Background: an optimization exercise with open tools, aiming at small area, a short achievable clock period and few clock cycles per item. Do not read the settings as production practice.
The RTL was checked by simulation tests, not by an equivalence proof against the original design.

===== flow/design.v =====
module aes_sbox (
    input  wire [7:0] in,
    output reg  [7:0] out
);
    always @(*) begin
        case (in)
            8'h00: out = 8'h63;
            8'h01: out = 8'h7c;
            8'h02: out = 8'h77;
            8'h03: out = 8'h7b;
            8'h04: out = 8'hf2;
            8'h05: out = 8'h6b;
            8'h06: out = 8'h6f;
            8'h07: out = 8'hc5;
            8'h08: out = 8'h30;
            8'h09: out = 8'h01;
            8'h0a: out = 8'h67;
            8'h0b: out = 8'h2b;
            8'h0c: out = 8'hfe;
            8'h0d: out = 8'hd7;
            8'h0e: out = 8'hab;
            8'h0f: out = 8'h76;
            8'h10: out = 8'hca;
            8'h11: out = 8'h82;
            8'h12: out = 8'hc9;
            8'h13: out = 8'h7d;
            8'h14: out = 8'hfa;
            8'h15: out = 8'h59;
            8'h16: out = 8'h47;
            8'h17: out = 8'hf0;
            8'h18: out = 8'had;
            8'h19: out = 8'hd4;
            8'h1a: out = 8'ha2;
            8'h1b: out = 8'haf;
            8'h1c: out = 8'h9c;
            8'h1d: out = 8'ha4;
            8'h1e: out = 8'h72;
            8'h1f: out = 8'hc0;
            8'h20: out = 8'hb7;
            8'h21: out = 8'hfd;
            8'h22: out = 8'h93;
            8'h23: out = 8'h26;
            8'h24: out = 8'h36;
            8'h25: out = 8'h3f;
            8'h26: out = 8'hf7;
            8'h27: out = 8'hcc;
            8'h28: out = 8'h34;
            8'h29: out = 8'ha5;
            8'h2a: out = 8'he5;
            8'h2b: out = 8'hf1;
            8'h2c: out = 8'h71;
            8'h2d: out = 8'hd8;
            8'h2e: out = 8'h31;
            8'h2f: out = 8'h15;
            8'h30: out = 8'h04;
            8'h31: out = 8'hc7;
            8'h32: out = 8'h23;
            8'h33: out = 8'hc3;
            8'h34: out = 8'h18;
            8'h35: out = 8'h96;
            8'h36: out = 8'h05;
            8'h37: out = 8'h9a;
            8'h38: out = 8'h07;
            8'h39: out = 8'h12;
            8'h3a: out = 8'h80;
            8'h3b: out = 8'he2;
            8'h3c: out = 8'heb;
            8'h3d: out = 8'h27;
            8'h3e: out = 8'hb2;
            8'h3f: out = 8'h75;
            8'h40: out = 8'h09;
            8'h41: out = 8'h83;
            8'h42: out = 8'h2c;
            8'h43: out = 8'h1a;
            8'h44: out = 8'h1b;
            8'h45: out = 8'h6e;
            8'h46: out = 8'h5a;
            8'h47: out = 8'ha0;
            8'h48: out = 8'h52;
            8'h49: out = 8'h3b;
            8'h4a: out = 8'hd6;
            8'h4b: out = 8'hb3;
            8'h4c: out = 8'h29;
            8'h4d: out = 8'he3;
            8'h4e: out = 8'h2f;
            8'h4f: out = 8'h84;
            8'h50: out = 8'h53;
            8'h51: out = 8'hd1;
            8'h52: out = 8'h00;
            8'h53: out = 8'hed;
            8'h54: out = 8'h20;
            8'h55: out = 8'hfc;
            8'h56: out = 8'hb1;
            8'h57: out = 8'h5b;
            8'h58: out = 8'h6a;
            8'h59: out = 8'hcb;
            8'h5a: out = 8'hbe;
            8'h5b: out = 8'h39;
            8'h5c: out = 8'h4a;
            8'h5d: out = 8'h4c;
            8'h5e: out = 8'h58;
            8'h5f: out = 8'hcf;
            8'h60: out = 8'hd0;
            8'h61: out = 8'hef;
            8'h62: out = 8'haa;
            8'h63: out = 8'hfb;
            8'h64: out = 8'h43;
            8'h65: out = 8'h4d;
            8'h66: out = 8'h33;
            8'h67: out = 8'h85;
            8'h68: out = 8'h45;
            8'h69: out = 8'hf9;
            8'h6a: out = 8'h02;
            8'h6b: out = 8'h7f;
            8'h6c: out = 8'h50;
            8'h6d: out = 8'h3c;
            8'h6e: out = 8'h9f;
            8'h6f: out = 8'ha8;
            8'h70: out = 8'h51;
            8'h71: out = 8'ha3;
            8'h72: out = 8'h40;
            8'h73: out = 8'h8f;
            8'h74: out = 8'h92;
            8'h75: out = 8'h9d;
            8'h76: out = 8'h38;
            8'h77: out = 8'hf5;
            8'h78: out = 8'hbc;
            8'h79: out = 8'hb6;
            8'h7a: out = 8'hda;
            8'h7b: out = 8'h21;
            8'h7c: out = 8'h10;
            8'h7d: out = 8'hff;
            8'h7e: out = 8'hf3;
            8'h7f: out = 8'hd2;
            8'h80: out = 8'hcd;
            8'h81: out = 8'h0c;
            8'h82: out = 8'h13;
            8'h83: out = 8'hec;
            8'h84: out = 8'h5f;
            8'h85: out = 8'h97;
            8'h86: out = 8'h44;
            8'h87: out = 8'h17;
            8'h88: out = 8'hc4;
            8'h89: out = 8'ha7;
            8'h8a: out = 8'h7e;
            8'h8b: out = 8'h3d;
            8'h8c: out = 8'h64;
            8'h8d: out = 8'h5d;
            8'h8e: out = 8'h19;
            8'h8f: out = 8'h73;
            8'h90: out = 8'h60;
            8'h91: out = 8'h81;
            8'h92: out = 8'h4f;
            8'h93: out = 8'hdc;
            8'h94: out = 8'h22;
            8'h95: out = 8'h2a;
            8'h96: out = 8'h90;
            8'h97: out = 8'h88;
            8'h98: out = 8'h46;
            8'h99: out = 8'hee;
            8'h9a: out = 8'hb8;
            8'h9b: out = 8'h14;
            8'h9c: out = 8'hde;
            8'h9d: out = 8'h5e;
            8'h9e: out = 8'h0b;
            8'h9f: out = 8'hdb;
            8'ha0: out = 8'he0;
            8'ha1: out = 8'h32;
            8'ha2: out = 8'h3a;
            8'ha3: out = 8'h0a;
            8'ha4: out = 8'h49;
            8'ha5: out = 8'h06;
            8'ha6: out = 8'h24;
            8'ha7: out = 8'h5c;
            8'ha8: out = 8'hc2;
            8'ha9: out = 8'hd3;
            8'haa: out = 8'hac;
            8'hab: out = 8'h62;
            8'hac: out = 8'h91;
            8'had: out = 8'h95;
            8'hae: out = 8'he4;
            8'haf: out = 8'h79;
            8'hb0: out = 8'he7;
            8'hb1: out = 8'hc8;
            8'hb2: out = 8'h37;
            8'hb3: out = 8'h6d;
            8'hb4: out = 8'h8d;
            8'hb5: out = 8'hd5;
            8'hb6: out = 8'h4e;
            8'hb7: out = 8'ha9;
            8'hb8: out = 8'h6c;
            8'hb9: out = 8'h56;
            8'hba: out = 8'hf4;
            8'hbb: out = 8'hea;
            8'hbc: out = 8'h65;
            8'hbd: out = 8'h7a;
            8'hbe: out = 8'hae;
            8'hbf: out = 8'h08;
            8'hc0: out = 8'hba;
            8'hc1: out = 8'h78;
            8'hc2: out = 8'h25;
            8'hc3: out = 8'h2e;
            8'hc4: out = 8'h1c;
            8'hc5: out = 8'ha6;
            8'hc6: out = 8'hb4;
            8'hc7: out = 8'hc6;
            8'hc8: out = 8'he8;
            8'hc9: out = 8'hdd;
            8'hca: out = 8'h74;
            8'hcb: out = 8'h1f;
            8'hcc: out = 8'h4b;
            8'hcd: out = 8'hbd;
            8'hce: out = 8'h8b;
            8'hcf: out = 8'h8a;
            8'hd0: out = 8'h70;
            8'hd1: out = 8'h3e;
            8'hd2: out = 8'hb5;
            8'hd3: out = 8'h66;
            8'hd4: out = 8'h48;
            8'hd5: out = 8'h03;
            8'hd6: out = 8'hf6;
            8'hd7: out = 8'h0e;
            8'hd8: out = 8'h61;
            8'hd9: out = 8'h35;
            8'hda: out = 8'h57;
            8'hdb: out = 8'hb9;
            8'hdc: out = 8'h86;
            8'hdd: out = 8'hc1;
            8'hde: out = 8'h1d;
            8'hdf: out = 8'h9e;
            8'he0: out = 8'he1;
            8'he1: out = 8'hf8;
            8'he2: out = 8'h98;
            8'he3: out = 8'h11;
            8'he4: out = 8'h69;
            8'he5: out = 8'hd9;
            8'he6: out = 8'h8e;
            8'he7: out = 8'h94;
            8'he8: out = 8'h9b;
            8'he9: out = 8'h1e;
            8'hea: out = 8'h87;
            8'heb: out = 8'he9;
            8'hec: out = 8'hce;
            8'hed: out = 8'h55;
            8'hee: out = 8'h28;
            8'hef: out = 8'hdf;
            8'hf0: out = 8'h8c;
            8'hf1: out = 8'ha1;
            8'hf2: out = 8'h89;
            8'hf3: out = 8'h0d;
            8'hf4: out = 8'hbf;
            8'hf5: out = 8'he6;
            8'hf6: out = 8'h42;
            8'hf7: out = 8'h68;
            8'hf8: out = 8'h41;
            8'hf9: out = 8'h99;
            8'hfa: out = 8'h2d;
            8'hfb: out = 8'h0f;
            8'hfc: out = 8'hb0;
            8'hfd: out = 8'h54;
            8'hfe: out = 8'hbb;
            8'hff: out = 8'h16;
            default: out = 8'h00;
        endcase
    end
endmodule
module aes_round (
    input  wire [127:0] in,
    input  wire         final_round,
    output wire [127:0] out
);
    wire [127:0] sub;
    reg  [127:0] shifted;
    reg  [127:0] mixed;
    genvar g;
    generate
        for (g = 0; g < 16; g = g + 1) begin : g_sbox
            aes_sbox u_sbox (
                .in (in[127 - 8*g -: 8]),
                .out(sub[127 - 8*g -: 8])
            );
        end
    endgenerate
    function [7:0] xtime;
        input [7:0] b;
        begin
            xtime = {b[6:0], 1'b0} ^ (b[7] ? 8'h1b : 8'h00);
        end
    endfunction
    integer r, c;
    reg [7:0] a0, a1, a2, a3;
    always @(*) begin
        for (c = 0; c < 4; c = c + 1)
            for (r = 0; r < 4; r = r + 1)
                shifted[127 - 8*(r + 4*c) -: 8] = sub[127 - 8*(r + 4*((c + r) % 4)) -: 8];
        for (c = 0; c < 4; c = c + 1) begin
            a0 = shifted[127 - 8*(4*c + 0) -: 8];
            a1 = shifted[127 - 8*(4*c + 1) -: 8];
            a2 = shifted[127 - 8*(4*c + 2) -: 8];
            a3 = shifted[127 - 8*(4*c + 3) -: 8];
            mixed[127 - 8*(4*c + 0) -: 8] = xtime(a0) ^ xtime(a1) ^ a1 ^ a2 ^ a3;
            mixed[127 - 8*(4*c + 1) -: 8] = a0 ^ xtime(a1) ^ xtime(a2) ^ a2 ^ a3;
            mixed[127 - 8*(4*c + 2) -: 8] = a0 ^ a1 ^ xtime(a2) ^ xtime(a3) ^ a3;
            mixed[127 - 8*(4*c + 3) -: 8] = xtime(a0) ^ a0 ^ a1 ^ a2 ^ xtime(a3);
        end
    end
    assign out = final_round ? shifted : mixed;
endmodule
module aes_key_expand (
    input  wire [127:0] base,
    input  wire [31:0]  last,
    input  wire         rot,
    input  wire [7:0]   rcon,
    output wire [127:0] next
);
    wire [31:0] word_in = rot ? {last[23:0], last[31:24]} : last;
    wire [31:0] word_sub;
    genvar g;
    generate
        for (g = 0; g < 4; g = g + 1) begin : g_sbox
            aes_sbox u_sbox (
                .in (word_in[31 - 8*g -: 8]),
                .out(word_sub[31 - 8*g -: 8])
            );
        end
    endgenerate
    wire [31:0] t  = word_sub ^ (rot ? {rcon, 24'h000000} : 32'h00000000);
    wire [31:0] n0 = base[127:96] ^ t;
    wire [31:0] n1 = base[95:64]  ^ n0;
    wire [31:0] n2 = base[63:32]  ^ n1;
    wire [31:0] n3 = base[31:0]   ^ n2;
    assign next = {n0, n1, n2, n3};
endmodule
module aes_encrypt_core (
    input  wire         clk,
    input  wire         rst,         
    input  wire         start,
    input  wire         key_256,     
    input  wire [255:0] key,
    input  wire [127:0] block_in,
    output wire         ready,
    output wire         done,
    output wire [127:0] block_out
);
    reg [127:0] state;
    reg [127:0] rk_prev;     
    reg [127:0] rk_cur;      
    reg [7:0]   rcon;
    reg [3:0]   round;       
    reg         mode_256;
    reg         busy;
    reg         done_q;
    wire        accept     = start && !busy;
    wire [3:0]  nr         = mode_256 ? 4'd14 : 4'd10;
    wire        last_round = (round == nr);
    wire [127:0] round_out;
    aes_round u_round (
        .in         (state),
        .final_round(last_round),
        .out        (round_out)
    );
    wire         step_rot = !mode_256 || round[0];    
    wire [127:0] ke_base  = busy ? (mode_256 ? rk_prev : rk_cur) : key[255:128];
    wire [31:0]  ke_last  = busy ? rk_cur[31:0] : key[159:128];
    wire         ke_rot   = busy ? step_rot : 1'b1;
    wire [7:0]   ke_rcon  = busy ? rcon : 8'h01;
    wire [127:0] ke_next;
    aes_key_expand u_key_expand (
        .base(ke_base),
        .last(ke_last),
        .rot (ke_rot),
        .rcon(ke_rcon),
        .next(ke_next)
    );
    function [7:0] xtime;
        input [7:0] b;
        begin
            xtime = {b[6:0], 1'b0} ^ (b[7] ? 8'h1b : 8'h00);
        end
    endfunction
    always @(posedge clk) begin
        if (rst) begin
            busy   <= 1'b0;
            done_q <= 1'b0;
        end else begin
            done_q <= 1'b0;
            if (accept) begin
                state    <= block_in ^ key[255:128];
                rk_prev  <= key[255:128];
                rk_cur   <= key_256 ? key[127:0] : ke_next;
                rcon     <= key_256 ? 8'h01 : 8'h02;
                mode_256 <= key_256;
                round    <= 4'd1;
                busy     <= 1'b1;
            end else if (busy) begin
                state   <= round_out ^ rk_cur;
                rk_prev <= rk_cur;
                rk_cur  <= ke_next;
                if (step_rot)
                    rcon <= xtime(rcon);
                round   <= round + 4'd1;
                if (last_round) begin
                    busy   <= 1'b0;
                    done_q <= 1'b1;
                end
            end
        end
    end
    assign ready     = !busy;
    assign done      = done_q;
    assign block_out = state;
endmodule

===== flow/run.sh =====
#!/bin/bash
# synth_recipe.tcl (not shown) runs the flow's synth.tcl, then flattens the netlist and writes it again
# the make line also repeats each setting of config.mk as NAME=value (left out here)
make -C /OpenROAD-flow-scripts/flow DESIGN_CONFIG=/design/flow/config.mk WORK_HOME=/design/flow/orfs CLKGATE_MAP_FILE= SYNTH_SCRIPT=/design/flow/synth_recipe.tcl finish

===== flow/config.mk =====
export PLATFORM = sky130hd
export DESIGN_NAME = aes_encrypt_core
export DESIGN_NICKNAME = aes_encrypt_core
export VERILOG_FILES = /design/flow/design.v
export SDC_FILE = /design/flow/constraint.sdc
export NUM_CORES = 4
export LEC_CHECK = 0
export CAP_MARGIN = 20
export CORE_MARGIN = 2
export CORE_UTILIZATION = 25
export PLACE_DENSITY = 0.35
export SLEW_MARGIN = 20

===== flow/constraint.sdc =====
create_clock -name core_clock -period 6.0 [get_ports {clk}]
set_input_delay 1.2000 -clock core_clock [delete_from_list [all_inputs] [get_ports {clk}]]
set_output_delay 1.2000 -clock core_clock [all_outputs]
set_load 0.01 [all_outputs]

==> results.txt <==
[synthesized netlist by cell type, types with 124 or more instances]
cell | number | area [µm²]
a211oi_1 | 271 | 2030
a21oi_1 | 1579 | 7900
a221oi_1 | 181 | 1590
a311oi_1 | 168 | 1470
a31oi_1 | 380 | 2380
buf_1 | 189 | 709
buf_2 | 477 | 2390
clkbuf_1 | 843 | 3160
dfxtp_1 | 130 | 2600
edfxtp_1 | 397 | 11900
ha_1 | 255 | 3190
mux2i_1 | 208 | 2080
nand2_1 | 2211 | 8300
nand3_1 | 465 | 2330
nor2_1 | 1636 | 6140
nor3_1 | 446 | 2230
o2111ai_1 | 124 | 1090
o211ai_1 | 363 | 2730
o21ai_0 | 1405 | 7030
o221ai_1 | 152 | 1330
o22ai_1 | 172 | 1080
o311ai_0 | 150 | 1310
xnor2_1 | 545 | 4770
xor2_1 | 268 | 2350
[cell type report]
type	instances	area (µm²)	area share
multi-input cells	12900	78600	0.614
clock buffers	116	2480	0.0194
diodes	15	37.5	0.000293
inverters	130	500	0.00391
repair buffers	2884	24900	0.195
clock inverters	41	473	0.00369
well taps	5242	6560	0.0512
flip-flops and latches	527	14500	0.113
[cells by family (layout without fill, tap and decap cells)]
family          count (synthesis)  after routing
flops                         527            527
buf+inv                      1707           3171
xor+xnor                      893            893
other cells                     0             15
mux                           232            232
fa+ha+maj                     255            255
simple gates                 5498           5498
compound gates               5988           5988
[routing by layer]
metal,GRT usage,routed length [µm]
met1,0.521,344000
met4,0.225,59000
met2,0.605,358000
met5,0,263
met3,0.0706,75000
[worst max-delay path by stage]
stage / cells after the start / slack (ps) / startpoint / endpoint
floorplan: 15 / 260 / start / u_round.g_sbox[3].u_sbox.out[6]$_DFF_P_
global placement: 17 / -290 / key[145] / rk_cur[29]$_DFFE_PP_
detailed placement: 17 / -200 / key[153] / rk_cur[96]$_DFFE_PP_
CTS: 17 / 60 / round[2]$_SDFFCE_PP0P_ / u_round.a2[5]$_DFF_P_
global route: 19 / 7 / round[0]$_SDFFCE_PP1P_ / rk_cur[96]$_DFFE_PP_
finish: 19 / 50 / round[0]$_SDFFCE_PP1P_ / rk_cur[96]$_DFFE_PP_
[state kept, by name, summed over array words and instances, names as in the netlist]
name / flops
rcon: 8
u_round.a1: 8
rk_cur: 128
round: 4
state: 128
u_round.a2: 8
rk_prev: 128
u_round.a3: 8
u_round.g_sbox.u_sbox.out: 96
busy: 1
done_q: 1
u_round.a0: 8
mode_256: 1
[worst max-delay path, cell delays in order, from the launching register on]
cell      delay (ps)
edfxtp_1         530
buf_4            400
buf_4            310
nor4bb_1          90
buf_4            170
a311oi_2         190
buf_4            260
ha_1             330
clkinv_1         370
mux2_2           380
a221oi_1         240
a311o_1          180
o311ai_0         220
buf_4            200
o211ai_1         100
o31a_1           320
xnor2_2          110
buf_12           190
o21ai_0          890
buf_4            250
[repair_timing]
item,4_1_cts,5_1_grt
resized for setup,0,0
endpoints found under the setup margin,0,1
buffers inserted,0,1
==> flow_metrics.py <==
metrics = {
    "layout": {
        "final_nets": 17100,
        "final-instance-count-excl-fill": 21800,
        "fin_util": 0.324,
        "fillerInstances": 44000,
        "area_growth_pct": 28.9,
        "drive_above_1_share": 0.171,
        "final_common_cell": "buf_4",
        "finalInstanceArea_mm2": 0.128,
        "most-common-layout-cells": "buf_4, nand2_1, nor2_1",
    },
    "die": {
        "dieArea_mm2": 0.403,
        "dieHeight_um": 635,
        "core_area_mm2": 0.396,
        "rows": 231,
        "start_util": 0.251,
        "ios": 518,
        "die_w_um": 635,
    },
    "sta": {
        "finalHoldViolations": 0,
        "finalCriticalPeriod_ps": 5950,
        "rsz0062_at_grt": "false",
        "whs_ps": 615,
        "min_period_over_period": 0.991,
        "final-max-slew-violation-count": 0,
        "worst_pin_slew_ps": 1270,
        "max_freq_mhz": 168,
        "skew_ps": 65.8,
        "relSlewSlack": 0.153,
        "tns_ps": 0,
        "setup_slack_ps": 52.1,
        "setup_violations": 0,
    },
    "synthesis": {
        "synthCells": 15100,
        "synth-main-ff-cell": "edfxtp_1",
        "synth_top_family_by_area": "compound AO/OA/AOI/OAI gates",
        "syn_nets": 15700,
        "yosysSeqAreaShare": 0.146,
        "async_flop_share": 0,
        "syn_area_per_cell_um2": 6.58,
        "synthMuxAreaShare": 0.0240,
        "synth_edf_count": 397,
        "yosys.area_share.simple": 0.241,
        "synthAdderAreaFrac": 0.0321,
        "yosys_warnings": 3,
        "synth-compound-area-share": 0.394,
        "post_synth_xor_area_fraction": 0.0893,
        "synth_seq_cells": 527,
        "syn-cell-area_mm2": 0.0994,
        "synth.distinct_cells": 122,
    },
    "critical_path": {
        "crit_type": "reg -> reg",
        "r2r-start": "round[0]$_SDFFCE_PP1P_",
        "reg2regPathDepth": 19,
        "cp_max_fo": 24,
        "worstPathArrival_ps": 6660,
        "ff2ff_setup_slack_ps": 50,
        "cp.required_ps": 6710,
        "endpoint_kind": "flip-flop",
        "critPathLaunchType": "flip-flop",
        "rr_endpoint": "rk_cur[96]$_DFFE_PP_",
    },
    "global_route": {
        "track_usage": 0.396,
        "grt_pass1_vias": 131000,
        "antenna_found_initial": 40,
        "grt_pass1_wl_mm": 1140,
        "gr-total-overflow": 0,
        "grt_max_degree": 75,
    },
    "place": {
        "dp.cells": 21600,
        "hpwlAfterDp_mm": 662,
        "post-place-ws_ps": -196,
        "place_area_mm2": 0.125,
        "place.gp.congestion": 1.04,
        "io_buffers": 517,
    },
    "drt": {
        "wl_mm": 836,
        "num_vias": 140000,
        "drtPass1Iterations": 9,
        "drc_errors": 0,
        "wire_per_inst_um": 38.3,
        "final_antenna_net_count": 0,
        "first_iter_violations": 21400,
        "routed_via_density": 6.40,
    },
    "status": {
        "status": "no timing/DRC/antenna violations",
    },
    "clock_network": {
        "cts_buffer_depth": 4,
        "cts_made_buffers": 87,
        "clock_latency_ps": 880,
        "root_buffer": "clkbuf_16",
        "ctsHoldBuffers": 0,
        "htree_num_levels": 3,
        "cts_tree": "yes",
        "cts_sinks": 527,
        "cts.clk_slew.worst_paths_ps": 60,
    },
    "min_path": {
        "hold_path_end": "rk_prev[77]$_DFFE_PP_",
        "min-delay-start": "rk_cur[77]$_DFFE_PP_",
        "hold_path_depth": 2,
        "hp-class": "reg -> reg",
    },
    "flow_run": {
        "maxCapViolations": 0,
    },
}
Testbench counts, summed over its fixed seeds: cycles 31,192, items 2,400.

==> re-timing with driven ports <==
In the flow no input, the clock included, has a driving cell. The finished layout below was timed again as built, in two steps.
Step 1 assumes that a clkbuf_16 drives the clock port and a buf_2 every other input.
Step 2, shift: input delay + t, output delay - t, t = (earliest + latest rising clock arrival at the registers) / 2. This alone moves slack from input paths to output paths.
Three values: ideal ports, drivers, drivers and shift; two values: the first two.
shift t [ns]: 0.944
setup slack, ns: 0.052 / 0.052 / -0.496
worst setup path after step 2: input to register
With both steps, setup timing fails in this run, where it was met with ideal ports. The setup slack of this run moves by 0.000 ns with the drivers and by -0.548 ns with both steps.
